Context: an optimization exercise on an open-source flow, tuned for small area, a short achievable clock period and few clock cycles per item. The choices shown serve that exercise and are no tape-out recipe. Where RTL was checked, it was by simulation tests only, not by an equivalence proof against the original. The RTL of run 2 was laid out without a check of its function. Power is estimated from default activity; no workload was simulated.

## run.sh

```bash
#!/bin/bash
# synth_recipe.tcl (not shown) runs the flow's synth.tcl, then flattens the netlist and writes it again
# the make line also repeats each setting of config.mk as NAME=value (left out here)
make -C /OpenROAD-flow-scripts/flow DESIGN_CONFIG=/design/flow/config.mk WORK_HOME=/design/flow/orfs CLKGATE_MAP_FILE= SYNTH_SCRIPT=/design/flow/synth_recipe.tcl finish
```

## config.mk

```make
export PLATFORM = sky130hd
export DESIGN_NAME = pne_envelope
export DESIGN_NICKNAME = pne_envelope
export VERILOG_FILES = /design/flow/design.v
export SDC_FILE = /design/flow/constraint.sdc
export NUM_CORES = 4
export LEC_CHECK = 0
export CAP_MARGIN = 20
export CORE_MARGIN = 2
export CORE_UTILIZATION = 40
export PLACE_DENSITY = 0.6
export SLEW_MARGIN = 20
```

## constraint.sdc

```tcl
create_clock -name core_clock -period 17.0 [get_ports {clk}]
set_input_delay 3.4000 -clock core_clock [delete_from_list [all_inputs] [get_ports {clk}]]
set_output_delay 3.4000 -clock core_clock [all_outputs]
set_load 0.01 [all_outputs]
```

## design.v

```verilog
module pne_envelope (
    input              clk,
    input              rst,          
    input              in_valid,
    output             in_ready,
    input      [127:0] in_entry,     
    input      [31:0]  in_value,     
    input      [31:0]  in_vs,        
    input      [15:0]  in_age,       
    input      [4:0]   in_width,     
    output reg         out_valid,
    output reg [31:0]  out_value,    
    output reg [2:0]   out_status
);
    localparam ST_ACCEPT  = 3'd0,    
               ST_CLIP    = 3'd1,    
               ST_HOLDOFF = 3'd2,    
               ST_REFUSE  = 3'd3,    
               ST_RECORD  = 3'd4;    
    localparam FMT_UNSIGNED = 2'd0, FMT_SIGNED = 2'd1, FMT_MASK = 2'd2;
    assign in_ready = 1'b1;
    reg         s1_valid;
    reg [127:0] s1_entry;
    reg [31:0]  s1_value;
    reg [31:0]  s1_vs;
    reg [15:0]  s1_age;
    reg [4:0]   s1_width;
    always @(posedge clk) begin
        if (rst)
            s1_valid <= 1'b0;
        else
            s1_valid <= in_valid;
        if (in_valid) begin
            s1_entry <= in_entry;
            s1_value <= in_value;
            s1_vs    <= in_vs;
            s1_age   <= in_age;
            s1_width <= in_width;
        end
    end
    wire [31:0] e_min      = s1_entry[127:96];
    wire [31:0] e_max      = s1_entry[95:64];
    wire [31:0] e_failsafe = s1_entry[63:32];
    wire [7:0]  e_step_m   = s1_entry[31:24];
    wire [2:0]  e_step_e   = s1_entry[23:21];
    wire [11:0] e_lease    = s1_entry[20:9];
    wire [4:0]  e_hold_off = s1_entry[8:4];
    wire [1:0]  e_mode     = s1_entry[3:2];
    wire [1:0]  e_format   = s1_entry[1:0];
    wire is_signed = (e_format == FMT_SIGNED);
    wire [31:0] wmask = 32'hFFFF_FFFF >> (5'd31 - s1_width);
    wire [31:0] v_w   = s1_value & wmask;
    wire        lapsed  = (e_lease != 12'd0) && ({4'd0, e_lease} < s1_age);
    wire [16:0] holdend = {5'd0, e_lease} + {12'd0, e_hold_off};
    wire        holdoff = lapsed && ({1'b0, s1_age} <= holdend);
    wire [31:0] base_w = (lapsed ? e_failsafe : s1_vs) & wmask;
    wire [11:0] k = lapsed               ? 12'd1 :
                    (s1_age > 16'd4095)  ? 12'd4095 : s1_age[11:0];
    wire [35:0] step  = {28'd0, e_step_m} << {e_step_e, 2'b00};
    wire [47:0] delta = step * k;
    function signed [49:0] ext_w(input [31:0] x, input [4:0] wm1, input sgn);
        reg [31:0] m;
        begin
            m = 32'hFFFF_FFFF >> (5'd31 - wm1);
            if (sgn && x[wm1])
                ext_w = {18'h3FFFF, x | ~m};
            else
                ext_w = {18'd0, x & m};
        end
    endfunction
    function signed [49:0] ext32(input [31:0] x, input sgn);
        ext32 = sgn ? {{18{x[31]}}, x} : {18'd0, x};
    endfunction
    wire signed [49:0] num   = ext_w(v_w, s1_width, is_signed);
    wire signed [49:0] base  = ext_w(base_w, s1_width, is_signed);
    wire signed [49:0] lo0   = ext32(e_min, is_signed);
    wire signed [49:0] hi0   = ext32(e_max, is_signed);
    wire signed [49:0] dlt   = {2'b00, delta};
    wire signed [49:0] b_lo  = base - dlt;
    wire signed [49:0] b_hi  = base + dlt;
    wire signed [49:0] lo = (e_step_m != 8'd0 && b_lo > lo0) ? b_lo : lo0;
    wire signed [49:0] hi = (e_step_m != 8'd0 && b_hi < hi0) ? b_hi : hi0;
    wire below = num < lo;
    wire above = num > hi;
    wire [31:0] v_mask  = ((v_w & ~e_min) | e_max) & wmask;
    wire        mask_ch = (v_mask != v_w);
    reg [31:0] res_value;
    reg [2:0]  res_status;
    always @* begin
        res_value  = s1_vs & wmask;
        res_status = ST_ACCEPT;
        if (holdoff) begin
            res_status = ST_HOLDOFF;
        end else if (e_format == FMT_UNSIGNED || e_format == FMT_SIGNED) begin
            if (below || above) begin
                if (e_mode == 2'd0) begin
                    res_value  = (below ? lo[31:0] : hi[31:0]) & wmask;
                    res_status = ST_CLIP;
                end else begin
                    res_status = (e_mode == 2'd2) ? ST_RECORD : ST_REFUSE;
                end
            end else begin
                res_value = v_w;
            end
        end else if (e_format == FMT_MASK) begin
            if (mask_ch) begin
                if (e_mode == 2'd0) begin
                    res_value  = v_mask;
                    res_status = ST_CLIP;
                end else begin
                    res_status = (e_mode == 2'd2) ? ST_RECORD : ST_REFUSE;
                end
            end else begin
                res_value = v_w;
            end
        end else begin
            res_value = v_w;    
        end
    end
    always @(posedge clk) begin
        if (rst)
            out_valid <= 1'b0;
        else
            out_valid <= s1_valid;
        if (s1_valid) begin
            out_value  <= res_value;
            out_status <= res_status;
        end
    end
endmodule
```

==> key figures, run 1 <==
Detailed routing
  • DR pass1 iterations: 6
  • Drt wl/cell: 25.3 µm
  • DRT iter0 DRCs: ~3700
  • WL met2: between 60000 and 70000 µm
  • Remaining antenna violation count: 0
  • Routed wl met3: ~12000 µm
  • Top Metal Used: met4
  • WL met1: between 60000 and 70000 µm
  • Via count: about 34000
  • Via/cell ratio: 5.83
  • DRT Wirelength: 149000 µm
  • Remaining DRCs: 0

Logic synthesis
  • Syn Area/Cell: 8.70 µm²
  • Syn_nets: 5308
  • Synth warn: 1
  • Asr flop ratio synth: 0%
  • Yosys reg bits: between 200 and 300
  • Distinct cells, synth: 98
  • Sequential share of the synthesized area: between 10% and 20%
  • Mapped Area: ~38000 µm²
  • EDFF count, synth: 248
  • Post-synthesis cell count: 4338
  • Top FF cell, synth: edfxtp_1

Timing
  • Max_slew headroom: 13.9%
  • Hold WS: between 0.7 and 0.8 ns
  • TNS Setup: 0 ns
  • Tmin final: 16.22 ns
  • Slew Limit Fails: 0
  • Hold Fails Final Rpt: 0
  • Tcrit/Tclk final: 95.4%
  • Worst Skew: between 0.03 and 0.04 ns
  • Setup slack after layout: 0.777 ns
  • Highest clock rate: roughly 62 MHz
  • Worst slew pin tran: between 1 and 1.5 ns
  • Final Setup Violations: 0

Run status
  • Status: complete, no violations

Floorplan
  • Std-Cell Rows: roughly 110
  • Core Region: about 93000 µm²
  • DIE AREA: around 97000 µm²
  • Die Ht: 311 µm
  • I/O Pins: ~250
  • Initial core utilization: between 40 and 50%
  • Die W: about 310 µm

Pwr
  • Comb pwr share: between 60 and 70%
  • Clock power share: about 16%
  • Switching power: about 0.0020 W
  • Peak supply drop: roughly 0.17 mV
  • Lkg Pwr: 18.9 nW
  • Sw frac: around half
  • Sequential share of power: 19.7%
  • Power density cells: slightly below 100 nW/µm²
  • Internal: about 0.0022 W

Setup path
  • CP delay by family, top: compound AO/OA/AOI/OAI gates
  • Critical Path Max Stage Delay: 0.57 ns
  • Buf/Inv on CP: 7
  • Reg-to-reg startpoint: s1_age[7]$_DFFE_PP_
  • Worst R2R Setup Slack: slightly below 0.8 ns
  • CP Launch Type: flip-flop
  • FF-to-FF End: out_value[14]$_DFFE_PP_
  • Slowest-stage cell, CP: fa_1
  • Worst Path Required: roughly 17 ns
  • CP Max Fanout: 25
  • Crit Path Category: reg2reg
  • Crit path DAT: between 15 and 20 ns
  • Reg2reg path depth: 60
  • Critical path capture point type: flip-flop

Clock network
  • Maximum buffer depth of the clock tree: 3
  • Num CTS Buffers: 30
  • Hold_buf cts: 0
  • CTS tree: done
  • Post-CTS setup buffer count: 0
  • Clock latency on the worst-skew pair: about 0.64 ns
  • Clock slew at reported path FFs: ~0.07 ns
  • Post-CTS sizing: 0
  • CTS Root Cell: clkbuf_16
  • TritonCTS Sinks: 250
  • H-tree Lvls: 1

Final layout
  • # nets final: 5570
  • Commonest non-fill, non-tap cell in the layout: nand2_1
  • Commonest cells after routing, fill and taps aside: 528 x nand2_1, 507 x inv_1, 409 x ha_1
  • Filler Cell Count: roughly 9000
  • Area grow syn2layout: 15.2%
  • Layout cells sized above 1: approximately 7%

Worst hold path
  • Hold Crit Class: reg2reg
  • Worst-case hold path end point: out_value[22]$_DFFE_PP_
  • Hold Path Stages: 2
  • HP Start: s1_vs[22]$_DFFE_PP_

Global route
  • First-pass GRT wire length: 223000 µm
  • Vias in the first global route: ~34000
  • Congestion Overflow GR: 0
  • Initial antenna violation count: 4
  • Total GRT Usage: 30.4%
  • Largest net degree at the start of global routing: just under 80

Placed design
  • Setup WS pre-CTS: approximately 0.15 ns
  • Port bufs: 251
  • Routability cong.: about 1.0
  • DP HPWL: between 100000 and 150000 µm

Run
  • Max-capacitance violation count: 0
## registers in the layout, indices dropped and copies added (netlist names)
signal and cells:
s1_value 32, s1_vs 32, s1_age 16, s1_width 5
out_value 32, out_valid 1, out_status 3, s1_entry 128
s1_valid 1
## logic make-up after synthesis
| logic type | Yosys count | share of synthesized area, % |
|---|---|---|
| buffers and inverters | 688 | 7.15 |
| AND/OR/NAND/NOR | 1373 | 16.7 |
| other | 1 | 0.00994 |
| multiplexers | 126 | 3.73 |
| flip-flops | 250 | 19.8 |
| adder cells (fa/ha/maj) | 754 | 31.8 |
| AO/OA/AOI/OAI | 997 | 17.2 |
| XOR/XNOR | 149 | 3.46 |
## synthesized netlist by cell type (all sizes together) (54+ instances only)
library cell / number / share of area (%)
a211oi: 59 / 1.2
mux2i: 91 / 2.4
clkbuf: 113 / 1.1
fa: 343 / 18
nand2: 528 / 5.3
o21ai: 204 / 2.7
a21oi: 320 / 4.2
ha: 411 / 14
xnor2: 104 / 2.4
nor3: 100 / 1.3
buf: 65 / 0.95
nand4: 54 / 0.94
nand3: 71 / 0.94
a21o: 57 / 1.1
nor2: 353 / 3.5
inv: 509 / 5.1
edfxtp: 248 / 20
## routing by layer
metal / GRT usage (%) / up-vias
met4: 11.2 / 0
met3: 5.05 / 268
met1: 41.6 / 16795
met2: 48.2 / 1540
met5: 0 / -
li1: - / 15658
## layout make-up
cell class	count	area (µm²)	area share, %
antenna	1	2.50	0.00576
tap	1254	1570	3.61
clock buffer	40	848	1.95
sequential	250	7490	17.2
clock inverter	13	133	0.305
timing repair buffer	408	3750	8.63
multi-input combinational	3400	27700	63.9
inverter	510	1910	4.41
## how the worst max path moves through the flow
stage          cells past startpoint                       to  slack, ns              startpoint
6_report                          60  out_value[14]$_DFFE_PP_       0.78     s1_age[7]$_DFFE_PP_
5_1_grt                           60  out_value[14]$_DFFE_PP_      -0.11     s1_age[7]$_DFFE_PP_
4_1_cts                           61  out_value[14]$_DFFE_PP_       0.09     s1_age[7]$_DFFE_PP_
3_5_place_dp                      60  out_value[14]$_DFFE_PP_       0.15  s1_entry[18]$_DFFE_PP_
3_3_place_gp                      59   out_value[4]$_DFFE_PP_       0.26  s1_entry[18]$_DFFE_PP_
2_1_floorplan                     66  out_value[14]$_DFFE_PP_       2.00  s1_entry[16]$_DFFE_PP_
## power groups by stage
stage	Clock (W)	Combinational (W)	Sequential, W
final	0.000660	0.00272	0.000829
after global routing	0.000698	0.00292	0.000831
after CTS	0.000680	0.00264	0.000825
after detailed placement	0	0.00263	0.000837
after global placement	0	0.00265	0.000838
after floorplan	0	0.00163	0.000799
## per-stage QoR
step / cells / total power (W) / instance area, µm² / util, %
CTS: 5875 / 0.00415 / 43300 / 46.4
detailed placement: 5822 / 0.00346 / 42400 / 45.4
global route: 5875 / 0.00445 / 43400 / 46.5
finish: 5876 / 0.00421 / 43400 / 46.6
global placement: 5822 / 0.00348 / 42400 / 45.4
floorplan: 4338 / 0.00243 / 37700 / -
## worst reg2reg max path, delay by kind of cell (launching register included)
kind	cells	cell delay, ns
XOR/XNOR	2	0.45
flip-flops	1	0.44
AO/OA/AOI/OAI	27	6.57
AND/OR/NAND/NOR	14	3.24
adder cells (fa/ha/maj)	10	4.40
buffers and inverters	7	0.93
Testbench counts, summed over its fixed seeds: cycles 24,016, items 24,000.
==> run 2: changes to the inputs <==
==> design.v (replaced) <==
module pne_envelope (
    input              clk,
    input              rst,          
    input              in_valid,
    output             in_ready,
    input      [127:0] in_entry,     
    input      [31:0]  in_value,     
    input      [31:0]  in_vs,        
    input      [15:0]  in_age,       
    input      [4:0]   in_width,     
    output reg         out_valid,
    output reg [31:0]  out_value,    
    output reg [2:0]   out_status
);
    localparam ST_ACCEPT  = 3'd0,    
               ST_CLIP    = 3'd1,    
               ST_HOLDOFF = 3'd2,    
               ST_REFUSE  = 3'd3,    
               ST_RECORD  = 3'd4;    
    assign in_ready = 1'b1;
    wire [31:0] e_min      = in_entry[127:96];
    wire [31:0] e_max      = in_entry[95:64];
    wire [31:0] e_failsafe = in_entry[63:32];
    wire [7:0]  e_step_m   = in_entry[31:24];
    wire [2:0]  e_step_e   = in_entry[23:21];
    wire [11:0] e_lease    = in_entry[20:9];
    wire [4:0]  e_hold_off = in_entry[8:4];
    wire [1:0]  e_mode     = in_entry[3:2];
    wire [1:0]  e_format   = in_entry[1:0];
    wire is_num    = ~e_format[1];
    wire is_signed = ~e_format[1] & e_format[0];
    wire is_mask   = e_format[1] & ~e_format[0];
    wire [31:0] wmask = 32'hFFFF_FFFF >> (~in_width);
    wire [16:0] t       = {1'b0, in_age} - {5'd0, e_lease};
    wire        lapsed  = (e_lease != 12'd0) && !t[16] && (t[15:0] != 16'd0);
    wire        holdoff = lapsed && (t[15:5] == 11'd0) && (t[4:0] <= e_hold_off);
    wire [11:0] k_age = in_age[11:0] | {12{|in_age[15:12]}};
    wire [19:0] p_age = e_step_m * k_age;
    wire [19:0] p     = lapsed ? {12'd0, e_step_m} : p_age;
    wire [47:0] d     = {28'd0, p} << {e_step_e, 2'b00};
    wire        step_on = (e_step_m != 8'd0) && (d[47:33] == 15'd0);
    wire [34:0] dlt     = {2'b00, d[32:0]};
    wire [31:0] base_raw = lapsed ? e_failsafe : in_vs;
    wire        v_sign   = is_signed & in_value[in_width];
    wire        b_sign   = is_signed & base_raw[in_width];
    wire [31:0] v_w      = in_value & wmask;
    wire signed [34:0] num  = {{3{v_sign}}, v_w | ({32{v_sign}} & ~wmask)};
    wire signed [34:0] base = {{3{b_sign}}, (base_raw & wmask) | ({32{b_sign}} & ~wmask)};
    wire signed [34:0] lo0  = {{3{is_signed & e_min[31]}}, e_min};
    wire signed [34:0] hi0  = {{3{is_signed & e_max[31]}}, e_max};
    wire signed [34:0] b_lo = base - dlt;
    wire signed [34:0] b_hi = base + dlt;
    wire signed [34:0] lo = (step_on && b_lo > lo0) ? b_lo : lo0;
    wire signed [34:0] hi = (step_on && b_hi < hi0) ? b_hi : hi0;
    wire below = num < lo;
    wire above = num > hi;
    wire [31:0] v_mask  = (in_value & ~e_min) | e_max;
    wire        mask_ch = |(wmask & ((in_value & e_min & ~e_max) | (e_max & ~in_value)));
    wire viol = is_num ? (below | above) : (is_mask & mask_ch);
    wire clip = viol & (e_mode == 2'd0);
    reg [31:0] res_value;
    reg [2:0]  res_status;
    always @* begin
        if (holdoff) begin
            res_status = ST_HOLDOFF;
            res_value  = in_vs;
        end else if (viol) begin
            if (e_mode == 2'd0) begin
                res_status = ST_CLIP;
                res_value  = is_num ? (below ? lo[31:0] : hi[31:0]) : v_mask;
            end else begin
                res_status = (e_mode == 2'd2) ? ST_RECORD : ST_REFUSE;
                res_value  = in_vs;
            end
        end else begin
            res_status = ST_ACCEPT;
            res_value  = in_value;
        end
    end
    always @(posedge clk) begin
        if (rst)
            out_valid <= 1'b0;
        else
            out_valid <= in_valid;
        out_value  <= res_value & wmask;
        out_status <= res_status;
    end
endmodule
==> key figures, run 2 <==
Run status
  • Status: complete, no violations

Timing
  • Final Setup Violations: 0
  • Tmin final: 16.53 ns
  • TNS Setup: 0 ns
  • Tcrit/Tclk final: 97.2%
  • Hold Fails Final Rpt: 0
  • Slew Limit Fails: 0
  • Max_slew headroom: 34.7%
  • Worst slew pin tran: between 0.9 and 1 ns
  • Highest clock rate: roughly 60 MHz

Final layout
  • Commonest cells after routing, fill and taps aside: 406 x buf_4, 256 x ha_1, 250 x clkdlybuf4s50_1
  • # nets final: between 3000 and 4000
  • Area grow syn2layout: 38.8%
  • Fin cells: roughly 3500
  • Largest Register: out_value
  • Layout cells sized above 1: roughly 20%
  • Biggest regs: out_value (32), out_status (3), out_valid (1)
  • Commonest non-fill, non-tap cell in the layout: buf_4
  • Max reg flops: 32

Logic synthesis
  • Most frequent cells after synthesis: 263 x ha_1, 238 x inv_1, 174 x nor2_1
  • Synth warn: 1
  • Top-area cell type share of the netlist area: a little under a fifth
  • Top-count cell post-synth: ha_1
  • Main area contributors after synthesis: ha_1 19%, mux2i_1 9.7%, fa_1 7.2%
  • Sequential share of the synthesized area: 4.13%
  • Distinct cells, synth: 81
  • Cell taking the most area after synthesis: ha_1
  • Post-synthesis cell count: approximately 2400
  • EDFF count, synth: 0
  • Yosys reg bits: 36
  • Top FF cell, synth: dfxtp_1
  • Asr flop ratio synth: 0%
  • Syn_nets: between 2000 and 3000
  • Mapped Area: approximately 17000 µm²
  • Syn Area/Cell: about 7.4 µm²

Floorplan
  • Std-Cell Rows: 76
  • Initial core utilization: a little over 40%
  • Core Region: approximately 43000 µm²
  • I/O Pins: about 250
  • DIE AREA: between 40000 and 50000 µm²
  • Die W: 213 µm
  • Die Ht: 213 µm

Setup path
  • CP delay by family, top: compound AO/OA/AOI/OAI gates
  • Buf/Inv on CP: 11
  • Slowest-stage cell, CP: or4_4
  • Crit path DAT: 16.75 ns
  • Critical path capture point type: flip-flop
  • CP Launch Type: primary input
  • Worst Path Required: 17.21 ns
  • CP Max Fanout: 33
  • Critical Path Max Stage Delay: slightly below 0.6 ns
  • Most used cell, CP: buf_4
  • Crit Path Category: in2reg

Detailed routing
  • Via count: 20491
  • WL met1: about 33000 µm
  • DRT Wirelength: 81100 µm
  • Routed wl met3: 7190 µm
  • DR pass1 iterations: 8
  • Remaining DRCs: 0
  • Via/cell ratio: around 5.8
  • WL met2: approximately 37000 µm
  • Top Metal Used: met4
  • Drt wl/cell: ~23 µm
  • DRT iter0 DRCs: 1874
  • Remaining antenna violation count: 0

Global route
  • Vias in the first global route: ~20000
  • Total GRT Usage: 35.0%
  • Largest net degree at the start of global routing: 36
  • Congestion Overflow GR: 0
  • First-pass GRT wire length: about 120000 µm
  • Initial antenna violation count: 1

Pwr
  • Clock power share: around 4.0%
  • Peak supply drop: roughly 0.11 mV
  • Switching power: 0.00134 W
  • Comb pwr share: between 90 and 100%
  • Internal: roughly 0.0014 W
  • Power density cells: between 100 and 150 nW/µm²
  • Sequential share of power: about 4.0%
  • Sw frac: roughly 50%
  • Lkg Pwr: about 12 nW

Clock network
  • Maximum buffer depth of the clock tree: 2
  • Num CTS Buffers: 5
  • Clock slew at reported path FFs: around 0.070 ns
  • H-tree Lvls: 2
  • CTS Root Cell: clkbuf_16
  • CTS tree: done
  • TritonCTS Sinks: 36
  • Hold_buf cts: 0

Placed design
  • Routability cong.: 1.04
  • Port bufs: 251
  • DP HPWL: between 60000 and 70000 µm
  • Placed cells: roughly 3500

Run
  • Max-capacitance violation count: 0

Worst hold path
  • Hold Crit Class: in2reg
==> run 2: changes by cell type in the layout (fill, tap and decap cells not counted), sizes merged, moves of 61 or more <==
cell    previous run  this run
nand2            528       151
mux2i             91       169
inv              510       237
nor2b             39       100
edfxtp           248         0
a21oi            320       148
ha               411       263
nor2             353       175
buf              158       420
nor3             100        30
fa               343        63
==> run 2: layer usage <==
metal	global-route usage [%]	up-vias
li1	-	9568
met1	43.5	9739
met2	58.2	1001
met3	6.55	183
met4	16.9	0
met5	0	-
==> run 2: stage by stage <==
step	hold slack, ns	util, %	total power, W	instance area [µm²]	worst slack, ns
5_1_grt	3.63	56.2	0.00295	24200	-0.0593
3_5_place_dp	3.93	54.4	0.00248	23400	-1.08
2_1_floorplan	3.47	-	0.00141	17400	1.38
3_3_place_gp	3.94	54.4	0.00245	23400	-0.990
4_1_cts	3.62	54.9	0.00260	23700	0.00242
6_report	3.62	56.2	0.00274	24200	0.469
==> run 2: what timing repair did <==
item                                    4_1_cts  5_1_grt
pin swaps                                     2       24
setup buffers                                 1       10
endpoints found under the setup margin       35       35
cloned                                        0        1
resized for setup                            14       93
==> run 2: final cells by class <==
class / count / area (µm²)
flip-flops and latches: 36 / 721
diodes: 1 / 2.50
inverters: 240 / 901
well taps: 585 / 732
clock buffers: 7 / 143
fillers: 4120 / 18900
clock inverters: 1 / 7.51
repair buffers: 672 / 5850
multi-input cells: 1962 / 15800
==> run 2: logic make-up after synthesis <==
| family | synth area share, % |
|---|---|
| compound gates | 23.6 |
| xor+xnor | 3.92 |
| fa+ha+maj | 26.1 |
| buf+inv | 7.75 |
| flops | 4.13 |
| mux | 14.9 |
| other cells | 0.0215 |
| simple gates | 19.6 |
==> run 2: power groups by stage <==
stage | registers [W] | clock network [W] | logic [W]
finish | 0.000111 | 0.000109 | 0.00252
global route | 0.000111 | 0.000111 | 0.00273
CTS | 0.000110 | 0.000110 | 0.00238
detailed placement | 0.000112 | 0 | 0.00236
global placement | 0.000112 | 0 | 0.00233
floorplan | 0.000118 | 0 | 0.00129
==> run 2: final timing paths <==
path | end | slack (ns) | from | depth (start not counted)
hold / removal | out_valid$_SDFF_PP0_ | 3.62 | rst | 2
setup / recovery | out_value[15]$_DFF_P_ | 0.47 | in_age[8] | 61

## port drivers added, routing unchanged
The results above use ideal ports. As a check the final layouts listed here were re-extracted and re-timed, cells and wires unchanged.
Step 1: set_driving_cell puts a clkbuf_16 on clk and a buf_2 on each other input, an assumption about the parent block.
Step 2 moves the port delays by t, midway between the first and last clock arrival at a register: inputs arrive t later, outputs are due t later. That takes back most of the time a late clock gives input paths.
Slacks: ideal / step 1 / step 2; pairs: ideal / step 1.
run | t, ns | slack for setup (ns) | cell pins on the clock port's net
run 1 | 0.694 | 0.777 / 0.777 / 0.777 | 1
run 2 | 0.360 | 0.469 / 0.501 / 0.141 | 1
After both steps every run listed still meets setup and hold. The setup slack of run 2, which loses most, moves by +0.032 ns with the drivers and by -0.328 ns with both steps.
